Background: an optimization exercise with open tools, aiming at small area. Do not read the settings as production practice. Function was not checked in any run shown here: the RTL went through the layout flow alone.

==> design/flow/config.mk <==
export PLATFORM = sky130hd
export DESIGN_NAME = qfb_if
export DESIGN_NICKNAME = qfb_if
export VERILOG_FILES = /design/flow/design.v
export SDC_FILE = /design/flow/constraint.sdc
export NUM_CORES = 8
export LEC_CHECK = 0
export CAP_MARGIN = 20
export CORE_MARGIN = 2
export CORE_UTILIZATION = 40
export SLEW_MARGIN = 20
==> design/flow/constraint.sdc <==
create_clock -name core_clock -period 200.0 [get_ports {clk}]
set_input_delay 40.0000 -clock core_clock [delete_from_list [all_inputs] [get_ports {clk}]]
set_output_delay 40.0000 -clock core_clock [all_outputs]
set_load 0.01 [all_outputs]
==> design/flow/design.v <==
module qfb_if (
    input  wire        clk,
    input  wire        rst,         
    input  wire        a,
    input  wire        b,
    input  wire        z,
    input  wire        en,          
    input  wire        dirinv,      
    input  wire        zinv,        
    input  wire [1:0]  idxqual,     
    input  wire [9:0]  cwin,        
    input  wire [31:0] chg_hi,      
    input  wire [31:0] chg_lo,      
    input  wire [9:0]  zto,         
    input  wire [15:0] enc_cpr,     
    input  wire        wr,
    input  wire [2:0]  waddr,
    input  wire [31:0] wdata,
    input  wire        rearm,       
    output reg  [31:0] count,
    output reg  [31:0] idxcnt,
    output reg  [31:0] fbspeed,
    output reg  [15:0] idxdev,
    output reg  [15:0] hits,
    output reg  [15:0] merged,
    output reg  [15:0] phcnt,
    output wire [7:0]  fbstat,
    output reg  [31:0] cmp,
    output reg         arm,
    output reg  [1:0]  idxmode,
    output reg         cntmeth,
    output reg         rev,
    output wire        hit
);
    localparam [2:0] A_CMP = 3'd0, A_SPACING = 3'd1, A_CTRL = 3'd2, A_IDXMODE = 3'd3,
                     A_PRESET = 3'd4, A_FBSTAT = 3'd5, A_MERGED = 3'd6, A_PHCNT = 3'd7;
    reg  [4:0] stepc;         
    wire       step_end = (stepc == 5'd19);
    always @(posedge clk) begin
        if (rst)
            stepc <= 5'd0;
        else
            stepc <= step_end ? 5'd0 : stepc + 5'd1;
    end
    reg        a_s, b_s, z_s, en_s;
    reg        a_p, b_p, zact_p, en_d;
    always @(posedge clk) begin
        a_s  <= a;
        b_s  <= b;
        z_s  <= z;
        en_s <= ~rst & en;
        en_d <= en_s;
    end
    wire       first = en_s & ~en_d;
    wire       zact  = z_s ^ zinv;
    wire       a_ch  = a_s ^ a_p;
    wire       b_ch  = b_s ^ b_p;
    wire       live  = en_s & en_d;
    wire       d_step  = live & (a_ch ^ b_ch);
    wire       d_pherr = live & a_ch & b_ch;
    wire       d_up    = (a_ch ? (a_s ^ b_s) : ~(a_s ^ b_s)) ^ dirinv;
    reg        qual;
    always @(*) begin
        case (idxqual)
            2'd0: qual = 1'b1;
            2'd1: qual = a_s;
            2'd2: qual = b_s;
            default: qual = a_s & b_s;
        endcase
    end
    wire       d_idx = live & zact & ~zact_p & qual;
    always @(posedge clk) begin
        if (en_s) begin
            a_p    <= a_s;
            b_p    <= b_s;
            zact_p <= zact;
        end
    end
    reg        p1_step, p1_up, p1_pherr, p1_idx;
    reg        p2_step, p2_up, p2_pherr, p2_idx;
    always @(posedge clk) begin
        p1_up <= d_up;
        p2_up <= p1_up;
        if (rst) begin
            p1_step <= 1'b0; p1_pherr <= 1'b0; p1_idx <= 1'b0;
            p2_step <= 1'b0; p2_pherr <= 1'b0; p2_idx <= 1'b0;
        end else begin
            p1_step <= d_step; p1_pherr <= d_pherr; p1_idx <= d_idx;
            p2_step <= p1_step; p2_pherr <= p1_pherr; p2_idx <= p1_idx;
        end
    end
    wire [31:0] stepv = p2_step ? (p2_up ? 32'd1 : 32'hFFFFFFFF) : 32'd0;
    wire w_cmp     = wr & (waddr == A_CMP);
    wire w_spacing = wr & (waddr == A_SPACING);
    wire w_ctrl    = wr & (waddr == A_CTRL);
    wire w_idxmode = wr & (waddr == A_IDXMODE) & (wdata[1:0] != 2'd3);
    wire w_preset  = wr & (waddr == A_PRESET);
    wire w_fbstat  = wr & (waddr == A_FBSTAT);
    wire w_merged  = wr & (waddr == A_MERGED);
    wire w_phcnt   = wr & (waddr == A_PHCNT);
    reg  [31:0] spacing;
    reg         oneshot;
    reg  [7:0]  hitw;
    reg  [7:0]  hitu;            
    reg  [4:0]  hits20;          
    reg  [31:0] idxnet;          
    reg         idxrev;          
    reg         idxseen;         
    reg         lastdir_up;      
    reg         anystep;         
    wire        hit_on   = (hitu != 8'd0) | (hits20 != 5'd0);
    wire [31:0] base     = w_preset ? wdata : count;
    wire [31:0] newcount = base + stepv;
    wire        do_hit   = p2_step & arm & (spacing != 32'd0) & (newcount == cmp) & (p2_up == ~spacing[31]);
    wire        do_clear = p2_idx & (idxmode[0] ^ idxmode[1]);
    wire        reversal = p2_step & anystep & (p2_up != lastdir_up);
    wire [31:0] netnow   = idxnet + stepv;
    wire signed [32:0] devfull = $signed({netnow[31], netnow}) - $signed({17'd0, enc_cpr});
    wire [15:0] devsat = (devfull > 33'sd32767)  ? 16'h7FFF :
                         (devfull < -33'sd32767) ? 16'h8001 : devfull[15:0];
    wire        hitm     = do_hit & hit_on;
    always @(posedge clk) begin
        if (rst) begin
            count   <= 32'd0;
            idxcnt  <= 32'd0;
            idxdev  <= 16'd0;
            hits    <= 16'd0;
            merged  <= 16'd0;
            phcnt   <= 16'd0;
            cmp     <= 32'd0;
            spacing <= 32'd0;
            arm     <= 1'b0;
            oneshot <= 1'b0;
            hitw    <= 8'd0;
            idxmode <= 2'd0;
            hitu    <= 8'd0;
            hits20  <= 5'd0;
            idxseen <= 1'b0;
            anystep <= 1'b0;
            rev     <= 1'b0;
        end else begin
            count <= do_clear ? 32'd0 : newcount;
            if (p2_idx) begin
                idxcnt <= newcount;
                if (idxseen && !(idxrev || reversal) && enc_cpr != 16'd0)
                    idxdev <= devsat;
                idxseen <= 1'b1;
            end
            if (first)
                idxseen <= 1'b0;
            if (p2_step) begin
                anystep <= 1'b1;
                rev     <= ~p2_up;
            end
            if (first)
                anystep <= 1'b0;
            if (w_idxmode)
                idxmode <= wdata[1:0];
            else if (p2_idx && idxmode == 2'd2)
                idxmode <= 2'd0;
            if (do_hit)
                hits <= hits + 16'd1;
            if (w_cmp)
                cmp <= wdata;
            else if (do_hit)
                cmp <= cmp + spacing;
            if (w_spacing)
                spacing <= wdata;
            if (w_ctrl) begin
                arm     <= wdata[0];
                oneshot <= wdata[1];
                hitw    <= wdata[15:8];
            end else if (rearm)
                arm <= 1'b1;
            else if (do_hit && oneshot)
                arm <= 1'b0;
            if (do_hit) begin
                hitu   <= (hitw == 8'd0) ? 8'd1 : hitw;
                hits20 <= 5'd0;
            end else if (hits20 != 5'd0)
                hits20 <= hits20 - 5'd1;
            else if (hitu != 8'd0) begin
                hitu   <= hitu - 8'd1;
                hits20 <= 5'd19;
            end
            if (hitm)
                merged <= w_merged ? 16'd1 : merged + {15'd0, merged != 16'hFFFF};
            else if (w_merged)
                merged <= 16'd0;
            if (p2_pherr)
                phcnt <= w_phcnt ? 16'd1 : phcnt + {15'd0, phcnt != 16'hFFFF};
            else if (w_phcnt)
                phcnt <= 16'd0;
        end
    end
    always @(posedge clk) begin
        if (p2_idx) begin
            idxnet <= 32'd0;
            idxrev <= 1'b0;
        end else begin
            idxnet <= netnow;
            if (reversal)
                idxrev <= 1'b1;
        end
        if (p2_step)
            lastdir_up <= p2_up;
    end
    assign hit = hit_on;
    reg  [31:0] tsl, cl1, cl2, cl3, cl4;
    wire [31:0] tsl_n = d_step ? 32'd1 : tsl + 32'd1;
    wire [31:0] cl1_n = d_step ? tsl : cl1;
    wire [31:0] cl2_n = d_step ? tsl + cl1 : cl2;
    wire [31:0] cl3_n = d_step ? tsl + cl2 : cl3;
    wire [31:0] cl4_n = d_step ? tsl + cl3 : cl4;
    always @(posedge clk) begin
        tsl <= tsl_n;
        cl1 <= cl1_n;
        cl2 <= cl2_n;
        cl3 <= cl3_n;
        cl4 <= cl4_n;
    end
    reg [2:0]  nedge;             
    reg        sdir_up;           
    always @(posedge clk) begin
        if (rst) begin
            nedge <= 3'd0;
        end else if (first) begin
            nedge <= 3'd0;
        end else if (p2_step) begin
            sdir_up <= p2_up;
            if (nedge == 3'd0 || p2_up != sdir_up)
                nedge <= 3'd1;
            else if (nedge != 3'd5)
                nedge <= nedge + 3'd1;
        end
    end
    function [3:0] nupd(input [3:0] sn, input st, input up);
        begin
            if (!st)
                nupd = sn;
            else if (sn[2:0] == 3'd0 || up != sn[3])
                nupd = {up, 3'd1};
            else if (sn[2:0] == 3'd5)
                nupd = {up, 3'd5};
            else
                nupd = {up, sn[2:0] + 3'd1};
        end
    endfunction
    wire [3:0] pn1 = first ? {sdir_up, 3'd0} : nupd({sdir_up, nedge}, p2_step, p2_up);
    wire [3:0] pn2 = nupd(pn1, p1_step, p1_up);
    wire [3:0] pn3 = nupd(pn2, d_step, d_up);
    wire [1:0] kc  = (pn3[2:0] >= 3'd5) ? 2'd3 : (pn3[1:0] - 2'd2);    
    reg  [31:0] dt_t;
    always @(*) begin
        case (kc)
            2'd0: dt_t = cl1_n;
            2'd1: dt_t = cl2_n;
            2'd2: dt_t = cl3_n;
            default: dt_t = cl4_n;
        endcase
    end
    wire [33:0] tk_t = tsl_n * ({1'b0, kc} + 3'd1);
    wire        sel_t = tk_t > {2'd0, dt_t};
    wire [31:0] pd_t  = sel_t ? tsl_n : dt_t;
    wire [1:0]  pk_t  = sel_t ? 2'd0 : kc;                    
    wire        pstart = (stepc == 5'd16);
    reg  [31:0] pd_r, pr_r;
    reg  [1:0]  pk_r;
    reg  [23:0] pq_r;
    reg         psat_r;
    wire [31:0] pd  = pstart ? pd_t : pd_r;
    wire [1:0]  pk  = pstart ? pk_t : pk_r;
    reg  [2:0]  pf;                  
    always @(*) begin
        case (pk)
            2'd0: pf = 3'd1;
            2'd1: pf = 3'd2;
            2'd2: pf = 3'd4;
            default: pf = 3'd5;
        endcase
    end
    wire        psat = pstart ? (pd_t <= {29'd0, pf}) : psat_r;
    wire [31:0] pr   = pstart ? {29'd0, pf} : pr_r;
    reg  [33:0] pn;
    always @(*) begin
        case (pk)
            2'd0: pn = 34'h0BEBC2000;
            2'd1: pn = 34'h17D784000;
            2'd2: pn = 34'h23C346000;
            default: pn = 34'h2FAF08000;
        endcase
    end
    reg  [7:0]  pnb;
    always @(*) begin
        case (stepc[1:0])
            2'd0: pnb = pn[30:23];
            2'd1: pnb = pn[22:15];
            2'd2: pnb = pn[14:7];
            default: pnb = {pn[6:0], 1'b0};
        endcase
    end
    function [39:0] prows(input [31:0] r, input [31:0] d, input [7:0] nb);
        integer i;
        reg [33:0] t;
        reg [31:0] rr;
        reg [7:0]  q;
        begin
            rr = r;
            for (i = 7; i >= 0; i = i - 1) begin
                t = {1'b0, rr, nb[i]} - {2'd0, d};
                q[i] = ~t[33];
                rr = t[33] ? {rr[30:0], nb[i]} : t[31:0];
            end
            prows = {q, rr};
        end
    endfunction
    wire [39:0] prow_o = prows(pr, pd, pnb);
    always @(posedge clk) begin
        pd_r   <= pd;
        pk_r   <= pk;
        psat_r <= psat;
        pr_r   <= prow_o[31:0];
        pq_r   <= {pq_r[15:0], prow_o[39:32]};
    end
    wire [31:0] pmag = psat ? 32'h7FFFFFFF : {1'b0, pq_r, prow_o[39:33]};
    reg  [31:0] tsx;
    reg  [1:0]  tso;
    always @(*) begin
        case ({p2_step, p1_step})
            2'b00: begin tsx = tsl; tso = 2'd2; end
            2'b01: begin tsx = cl1; tso = 2'd1; end
            2'b10: begin tsx = cl1; tso = 2'd0; end
            default: begin tsx = cl2; tso = 2'd1; end
        endcase
    end
    wire [21:0] zto_u = ((zto == 10'd0) ? 10'd100 : zto) * 22'd3125;    
    wire        p_zto  = (tsx < {30'd0, tso}) | (tsx >= {4'd0, zto_u, 4'd0, tso});
    wire        p_zero = ~en_s | (nedge < 3'd2) | p_zto;
    reg  [10:0] wblk;
    reg  [10:0] wsub;
    reg  [21:0] wnet;
    wire [10:0] cwin_eff = (cwin == 10'd0) ? 11'd100 : {1'b0, cwin};
    wire        win_end  = en_s & (wsub == 11'd1999) & (wblk == cwin_eff);
    always @(posedge clk) begin
        if (!en_s || first || win_end) begin
            wblk <= 11'd1;
            wsub <= 11'd0;
        end else if (wblk == 11'd1049 && wsub == 11'd1151) begin    
            wblk <= 11'd1;
            wsub <= 11'd0;
        end else if (wsub == 11'd1999) begin
            wblk <= wblk + 11'd1;
            wsub <= 11'd0;
        end else
            wsub <= wsub + 11'd1;
        if (!en_s)
            wnet <= 22'd0;
        else if (first || win_end)
            wnet <= stepv[21:0];
        else
            wnet <= wnet + stepv[21:0];
    end
    wire        cstart = (wsub == 11'd1996);
    wire [21:0] sv1 = p1_step ? (p1_up ? 22'd1 : 22'h3FFFFF) : 22'd0;
    wire [21:0] sv2 = d_step ? (d_up ? 22'd1 : 22'h3FFFFF) : 22'd0;
    wire [21:0] wnet_t = wnet + stepv[21:0] + sv1 + sv2;
    wire [21:0] wabs_t = wnet_t[21] ? (~wnet_t + 22'd1) : wnet_t;
    wire [32:0] cy_t   = wabs_t * 33'd3125;
    reg  [10:0] cr_r;
    reg  [23:0] cq_r;
    reg  [13:0] cy_r;
    reg         csat_r, cneg_r;
    wire        csat = cstart ? (cy_t[32:22] >= wblk) : csat_r;
    wire        cneg = cstart ? wnet_t[21] : cneg_r;
    wire [10:0] cr   = cstart ? cy_t[32:22] : cr_r;
    wire [7:0]  cnb  = cstart ? cy_t[21:14] : cy_r[13:6];
    function [18:0] crows(input [10:0] r, input [10:0] d, input [7:0] nb);
        integer i;
        reg [12:0] t;
        reg [10:0] rr;
        reg [7:0]  q;
        begin
            rr = r;
            for (i = 7; i >= 0; i = i - 1) begin
                t = {1'b0, rr, nb[i]} - {2'd0, d};
                q[i] = ~t[12];
                rr = t[12] ? {rr[9:0], nb[i]} : t[10:0];
            end
            crows = {q, rr};
        end
    endfunction
    wire [18:0] crow_o = crows(cr, wblk, cnb);
    always @(posedge clk) begin
        csat_r <= csat;
        cneg_r <= cneg;
        cr_r   <= crow_o[10:0];
        cq_r   <= {cq_r[15:0], crow_o[18:11]};
        cy_r   <= cstart ? {cy_t[13:0]} : {cy_r[5:0], 8'd0};
    end
    wire [31:0] cmag = csat ? 32'h7FFFFFFF : {1'b0, cq_r, crow_o[18:12]};
    wire        fneg  = fbspeed[31];
    wire [31:0] fbx   = fbspeed ^ {32{fneg}};        
    wire        fbt   = (fbx[3:0] != 4'd0) | fneg;
    wire        gt_hi = (chg_hi == 32'd0) ? ({4'd0, fbx[31:4], fbt} > {32'd1000000, 1'b0})
                                          : ({4'd0, fbx[31:4], fbt} > {chg_hi, 1'b0});
    wire        lt_lo = (chg_lo == 32'd0) ? ({4'd0, cmag[31:4]} < 32'd750000)
                                          : ({4'd0, cmag[31:4]} < chg_lo);
    wire [31:0] smag = cntmeth ? cmag : pmag;
    wire        sneg = cntmeth ? cneg : ~sdir_up;
    wire [31:0] sval = (~cntmeth & p_zero) ? 32'd0 : (sneg ? (~smag + 32'd1) : smag);
    always @(posedge clk) begin
        if (rst || !en_s) begin
            fbspeed <= 32'd0;
            cntmeth <= 1'b0;
        end else if (!cntmeth) begin
            if (step_end)
                fbspeed <= sval;
            if (win_end && gt_hi)
                cntmeth <= 1'b1;
        end else if (win_end) begin
            fbspeed <= sval;
            if (lt_lo)
                cntmeth <= 1'b0;
        end
    end
    reg  [5:0] fst;     
    wire [5:0] st_set = {win_end & (cntmeth ? lt_lo : gt_hi),
                         hitm,
                         do_hit,
                         do_clear,
                         p2_idx,
                         p2_pherr};
    wire [5:0] st_clr = w_fbstat ? {wdata[6:2], wdata[0]} : 6'd0;
    always @(posedge clk) begin
        if (rst)
            fst <= 6'd0;
        else
            fst <= (fst & ~st_clr) | st_set;
    end
    assign fbstat = {1'b0, fst[5:1], 1'b0, fst[0]};
endmodule
==> design/flow/run.sh <==
#!/bin/bash
# synth_recipe.tcl (not shown) runs the flow's synth.tcl, then flattens the netlist and writes it again
# the make line also repeats each setting of config.mk as NAME=value (left out here)
make -C /OpenROAD-flow-scripts/flow DESIGN_CONFIG=/design/flow/config.mk WORK_HOME=/design/flow/orfs CLKGATE_MAP_FILE= SYNTH_SCRIPT=/design/flow/synth_recipe.tcl finish
==> results of run 1 <==
[area by class of cell]
cell class                 instances  area [sq um]  area share (%)
multi-input combinational       7720         56500            68.6
sequential                       664         13300            16.2
timing repair buffer             442          4200            5.09
tap                             2385          2980            3.62
inverter                         650          2450            2.97
clock buffer                     107          2310            2.80
clock inverter                    46           584           0.709
antenna                            9          22.5          0.0273
[registers in the layout (all words and copies together) (netlist names), 22 cells and up]
signal,flops
spacing,32
cq_r,24
count,32
idxnet,32
cl2,32
tsl,32
cl3,32
cmp,32
pq_r,24
cl4,32
idxcnt,32
cl1,32
pr_r,32
pd_r,32
fbspeed,32
wnet,22
[per-layer routing]
layer	global-route usage, %	wire, um	up-vias
li1	-	-	33943
met1	33.5	109000	32907
met2	42.3	114000	1968
met3	2.95	13300	375
met4	9.37	9100	6
met5	0	40	-
[cells by family (layout without fill, tap and decap cells)]
family | Yosys count | after routing | share of synthesized area (%)
AND/OR/NAND/NOR | 3037 | 3037 | 19.9
AO/OA/AOI/OAI | 2459 | 2459 | 21.8
adder cells (fa/ha/maj) | 1131 | 1131 | 20.9
buffers and inverters | 971 | 1245 | 5.04
XOR/XNOR | 736 | 736 | 8.86
flip-flops | 664 | 664 | 18.2
multiplexers | 355 | 355 | 5.29
other | 1 | 11 | 0.00511
[synthesized netlist by cell type (31+ instances only)]
cell,instances,share of area [%]
nor2_1,771,3.9
nor2b_1,150,1.3
dfxtp_1,659,18
o22ai_1,40,0.34
nor4_1,79,0.67
nand4_1,102,0.87
buf_1,31,0.16
nand2_1,940,4.8
nor3_1,195,1.3
nand2b_1,136,1.2
inv_1,643,3.3
mux2i_1,88,1.2
a31oi_1,68,0.58
or2_2,43,0.37
o31ai_1,70,0.72
ha_1,968,16
nand3_1,169,1.2
a211oi_1,94,0.96
xnor2_1,444,5.3
o21bai_1,115,1.2
a21o_1,269,2.8
xor2_1,287,3.4
a21boi_0,31,0.32
o21a_1,142,1.5
o21ai_0,488,3.3
or4_1,38,0.39
mux2_2,267,4.1
a22oi_1,45,0.46
or3_1,99,0.84
a21oi_1,700,4.8
o211ai_1,50,0.51
clkbuf_1,257,1.3
fa_1,163,4.4
and3_1,95,0.81
and2_1,94,0.80
o31a_1,31,0.37
[worst max-delay path by stage]
| stage | to |
|---|---|
| floorplan | pr_r[10] |
| global placement | pr_r[1] |
| detailed placement | pr_r[1] |
| CTS | pr_r[18] |
| global route | pr_r[18] |
| finish | pr_r[18] |
[worst register-to-register path: cells and delay by family, from the launching register on]
| kind | cells | cell delay, ps |
|---|---|---|
| compound gates | 79 | 22390 |
| simple gates | 38 | 7570 |
| fa+ha+maj | 14 | 4650 |
| buf+inv | 16 | 3710 |
| mux | 5 | 1870 |
| flops | 1 | 420 |
==> impl_metrics.tcl, run 1 <==
set metrics [dict create \
    hold_violations 0 \
    first_pass_iters 6 \
    worstReg2RegStart "nedge[0]" \
    antenna_found_initial 12 \
    crit_fanout 66 \
    drt-initial-drc-count 5041 \
    setup.worst_path.start "dirinv" \
    worstRegToRegCells 152 \
    worst_slack_ps 121480 \
    numCtsBuffers 83 \
    final_cell_mix "966 x ha_1, 939 x nand2_1, 771 x nor2_1" \
    postCtsResizedCells 0 \
    cts_num_sinks 664 \
    io_pins 353 \
    grt_pass1_vias 66285 \
    drive_above_1_share_pct 6.49 \
    max_freq_ghz 0.0127 \
    hold_buffers 0 \
    dp_cells 11861 \
    synthesis.area_sq_mm 0.0734 \
    worstSkewPairLatency_ps 740 \
    synth_edf_count 5 \
    hp-class "flip-flop to flip-flop" \
    crit_path_end_kind "flip-flop" \
    cp.required_ps 200560 \
    path_class "input port to flip-flop" \
    yosys_warnings 1 \
    vias_per_cell 5.76 \
    die_h_um 432 \
    crit_path_start_kind "input port" \
    final_util_pct 45.1 \
    pre_cts_slack_ps 121230 \
    async_reset_ff_share_pct 0 \
    grt_usage_pct 25.4 \
    fin_skew_ps 60.2 \
    status "finished clean" \
    fin_tns_setup_ps 0 \
    postRouteAntennaNets 0 \
    io_buffers 350 \
    layout_commonest_cell "ha_1" \
    synth_area_per_cell_sq_um 7.85 \
    fill_cells 18168 \
    timing.hold.ws_ps 342 \
    slowest_delay_ps 810 \
    hp-start "cq_r[1]" \
    htree_num_levels 3 \
    min_path_cells 0 \
    max_cap_viol_count 0 \
    ys_ff_latch 664 \
    die_w_um 432 \
    start_util_pct 40.2 \
    worst_pin_slew_ps 1230 \
    rsz0062_at_grt "false" \
    synth_cell_types 109 \
    die_area_sq_mm 0.187 \
    wl_per_cell_um 20.4 \
    cp_num_buf_inv 16 \
    post_cts_buffers 0 \
    postLayoutCellArea_sq_mm 0.0824 \
    fin_nets 10839 \
    clockBufferDepth 3 \
    critPathTopFamily "compound AO/OA/AOI/OAI gates" \
    relSlewSlack_pct 17.2 \
    core-area_sq_mm 0.183 \
    holdPathEnd "cq_r[9]" \
    grt_pass1_wl_um 378000 \
    grt_remaining_overflow 0 \
    r2r_end "pr_r[18]" \
    setup_viol 0 \
    gp_congestion 0.974 \
    drv_slew 0 \
    crit_slowest_cell "o31ai_1" \
    place_area_sq_mm 0.0795 \
    drt_wl_total_um 246000 \
    drcViolationCount 0 \
    num_vias 69199 \
    grt_max_degree 75 \
    finalCritPeriodShare_pct 39.3 \
    cp.arrival_ps 79090 \
    fin_cells 12023 \
    cts.reportedPaths.clkPinSlew_ps 60 \
    cts.root.buffer_cell "clkbuf_16" \
    fin_crit_ps 78520 \
    dpl.hpwl_um 198000 \
    num_rows 157 \
    syn_to_final_growth_pct 12.3 \
    ys.flop_type "dfxtp_1" \
    synthCells 9354 \
    r2r_setup_slack_ps 159250 \
    seq_area_frac_synth_pct 18.2 \
    cp_num_cells 148 \
    cts_tree "built" \
]
==> run 2, diff against run 1 <==
--- a/design/flow/config.mk
+++ b/design/flow/config.mk
@@ -7,2 +7,3 @@
 export LEC_CHECK = 0
+export ABC_AREA = 1
 export CAP_MARGIN = 20
==> impl_metrics.tcl, run 2 <==
set metrics [dict create \
    postRouteAntennaNets 0 \
    synthCells 11308 \
    slowest_delay_ps 750 \
    io_pins 353 \
    worstReg2RegStart "b_s" \
    cp.arrival_ps 77040 \
    synth_xor_area_share_pct 8.13 \
    synth_top_area_share_pct 17.7 \
    r2r_setup_slack_ps 161410 \
    setup_viol 0 \
    grt_max_degree 92 \
    place_area_sq_mm 0.0807 \
    rsz0062_at_grt "false" \
    start_util_pct 40.3 \
    ys_ff_latch 664 \
    finalCritPeriodShare_pct 38.2 \
    yosysMostFrequentCell "nand2_1" \
    hold_violations 0 \
    worst_pin_slew_ps 1060 \
    max_cap_viol_count 0 \
    fin_skew_ps 76.1 \
    synth_mux_area_share_pct 0.163 \
    fin_crit_ps 76480 \
    die_w_um 436 \
    grt_pass1_vias 72891 \
    die_area_sq_mm 0.190 \
    synth_common_cells "2568 x nand2_1, 1590 x inv_1, 984 x a21oi_1, 968 x ha_1, 808 x nor2_1" \
    cpMostUsedCell "nand2_1" \
    drcViolationCount 0 \
    final_cell_mix "2565 x nand2_1, 1590 x inv_1, 983 x a21oi_1" \
    synth_area_leaders "dfxtp_1 18%, ha_1 16%, nand2_1 13%, inv_1 8.0%, a21oi_1 6.6%" \
    drt_wl_total_um 292000 \
    relSlewSlack_pct 28.4 \
    holdPathEnd "pq_r[15]" \
    dp_cells 13939 \
    synth-compound-area-share_pct 17.2 \
    r2r_end "pr_r[19]" \
    hp-class "flip-flop to flip-flop" \
    max_freq_ghz 0.0131 \
    min_path_cells 0 \
    status "finished clean" \
    synth_top_family_by_area "simple AND/OR/NAND/NOR gates" \
    yosysTopAreaCell "dfxtp_1" \
    antenna_found_initial 5 \
    layout_commonest_cell "nand2_1" \
    async_reset_ff_share_pct 0 \
    gp_congestion 1.02 \
    critPathTopFamily "compound AO/OA/AOI/OAI gates" \
    fin_tns_setup_ps 0 \
    hp-start "pq_r[7]" \
    hold_buffers 0 \
    num_rows 158 \
    fin_cells 14095 \
    htree_num_levels 3 \
    fin_nets 12823 \
    yosys_warnings 1 \
    grt_usage_pct 29.8 \
    num_vias 75934 \
    path_class "input port to flip-flop" \
    ys.flop_type "dfxtp_1" \
    post_cts_buffers 0 \
    die_h_um 436 \
    crit_fanout 49 \
    syn_to_final_growth_pct 12.1 \
    postLayoutCellArea_sq_mm 0.0837 \
    seq_area_frac_synth_pct 17.9 \
    cts.root.buffer_cell "clkbuf_16" \
    postCtsResizedCells 0 \
    cts_tree "built" \
    cp_num_buf_inv 24 \
    clockBufferDepth 3 \
    synth_edf_count 5 \
    drt-initial-drc-count 5695 \
    first_pass_iters 6 \
    vias_per_cell 5.39 \
    numCtsBuffers 84 \
    cp.required_ps 200560 \
    grt_pass1_wl_um 440000 \
    synth_cell_types 79 \
    io_buffers 350 \
    worst_slack_ps 123520 \
    wl_per_cell_um 20.7 \
    worstRegToRegCells 192 \
    dpl.hpwl_um 241000 \
    synthesis.area_sq_mm 0.0747 \
    crit_path_end_kind "flip-flop" \
    grt_remaining_overflow 0 \
    core-area_sq_mm 0.185 \
    cts.reportedPaths.clkPinSlew_ps 60 \
    drv_slew 0 \
    synth_fa_ha_area_share_pct 20.6 \
    pre_cts_slack_ps 123350 \
    drive_above_1_share_pct 3.81 \
    worstSkewPairLatency_ps 760 \
    cts_num_sinks 664 \
    synth_area_per_cell_sq_um 6.60 \
    crit_slowest_cell "inv_1" \
    synthSimpleGateAreaFrac_pct 26.3 \
    crit_path_start_kind "input port" \
]
## run 2: cell types whose count changed in the layout (fill, tap and decap cells not counted), sizes merged, moves of 266 or more
cell and delta:
nand3 +456, a21oi +285, o21ai +374, mux2 -266
inv +967, nand2 +1663
## run 2: metrics by stage
step	utilization, %	hold WS (ps)
floorplan	-	331
global placement	43.5	336
detailed placement	43.5	340
CTS	45.1	352
global route	45.1	367
finish	45.1	354
## run 2: routing by layer
| layer | global-route usage [%] | share of wire (%) | vias to the layer above |
|---|---|---|---|
| met4 | 14.7 | 5.6 | 0 |
| met1 | 38.0 | 43 | 35537 |
| li1 | - | - | 37821 |
| met2 | 50.1 | 46 | 2077 |
| met5 | 0 | 0 | - |
| met3 | 3.00 | 4.8 | 499 |
## run 2: worst max-delay path by stage
stage,depth (start not counted),from,slack (ps),endpoint
2_1_floorplan,203,dirinv,132010,pr_r[6]
3_3_place_gp,191,dirinv,123820,pr_r[0]
3_5_place_dp,191,dirinv,123350,pr_r[19]
4_1_cts,191,dirinv,124050,pr_r[19]
5_1_grt,188,dirinv,119740,pr_r[0]
6_report,191,dirinv,123520,pr_r[19]
## run 2: worst reg2reg max path: cells and delay by family, from the launching register on
family | cells | cell delay, ps
compound gates | 65 | 12910
xor+xnor | 2 | 290
fa+ha+maj | 14 | 4920
buf+inv | 25 | 7350
flops | 1 | 720
simple gates | 86 | 12240
## run 2: cell type report
class | count | area (sq um)
antenna | 3 | 7.51
clock buffer | 115 | 2390
clock inverter | 38 | 577
fill | 19467 | 102000
inverter | 1620 | 6090
multi-input combinational | 8747 | 54100
sequential | 664 | 13300
tap | 2480 | 3100
timing repair buffer | 428 | 4090
## run 2: cell families (layout without fill, tap and decap cells)
group / after synthesis / after routing
XOR/XNOR: 693 / 693
AO/OA/AOI/OAI: 2310 / 2310
flip-flops: 664 / 664
AND/OR/NAND/NOR: 4599 / 4599
buffers and inverters: 1898 / 2201
other: 1 / 5
multiplexers: 12 / 12
adder cells (fa/ha/maj): 1131 / 1131

## re-timing with driven ports
How much do the figures lean on ideal ports? The routed layouts below were timed once more, with nothing changed but the port constraints. Step 1: set_driving_cell puts a clkbuf_16 on clk and a buf_2 on each other input, an assumption about the parent block. Step 2 also shifts input and output timing later by t, the mid clock arrival at the registers, as if the neighbouring blocks saw the same clock. a / b / c = no drivers / after step 1 / after step 2; a / b = the first two.
| run | t, ns | setup WS [ns] | worst setup path after step 2 | slew at the worst register clock pin (ns) | cell pins on the clock port's net |
|---|---|---|---|---|---|
| run 1 | 0.799 | 121.478 / 121.417 / 120.618 | input to register | 0.07 / 0.07 | 1 |
| run 2 | 0.821 | 123.523 / 123.600 / 122.779 | input to register | 0.07 / 0.07 | 1 |
After both steps setup and hold are still met in every run listed. The setup slack of run 1, which loses most, moves by -0.061 ns with the drivers and by -0.860 ns with both steps.
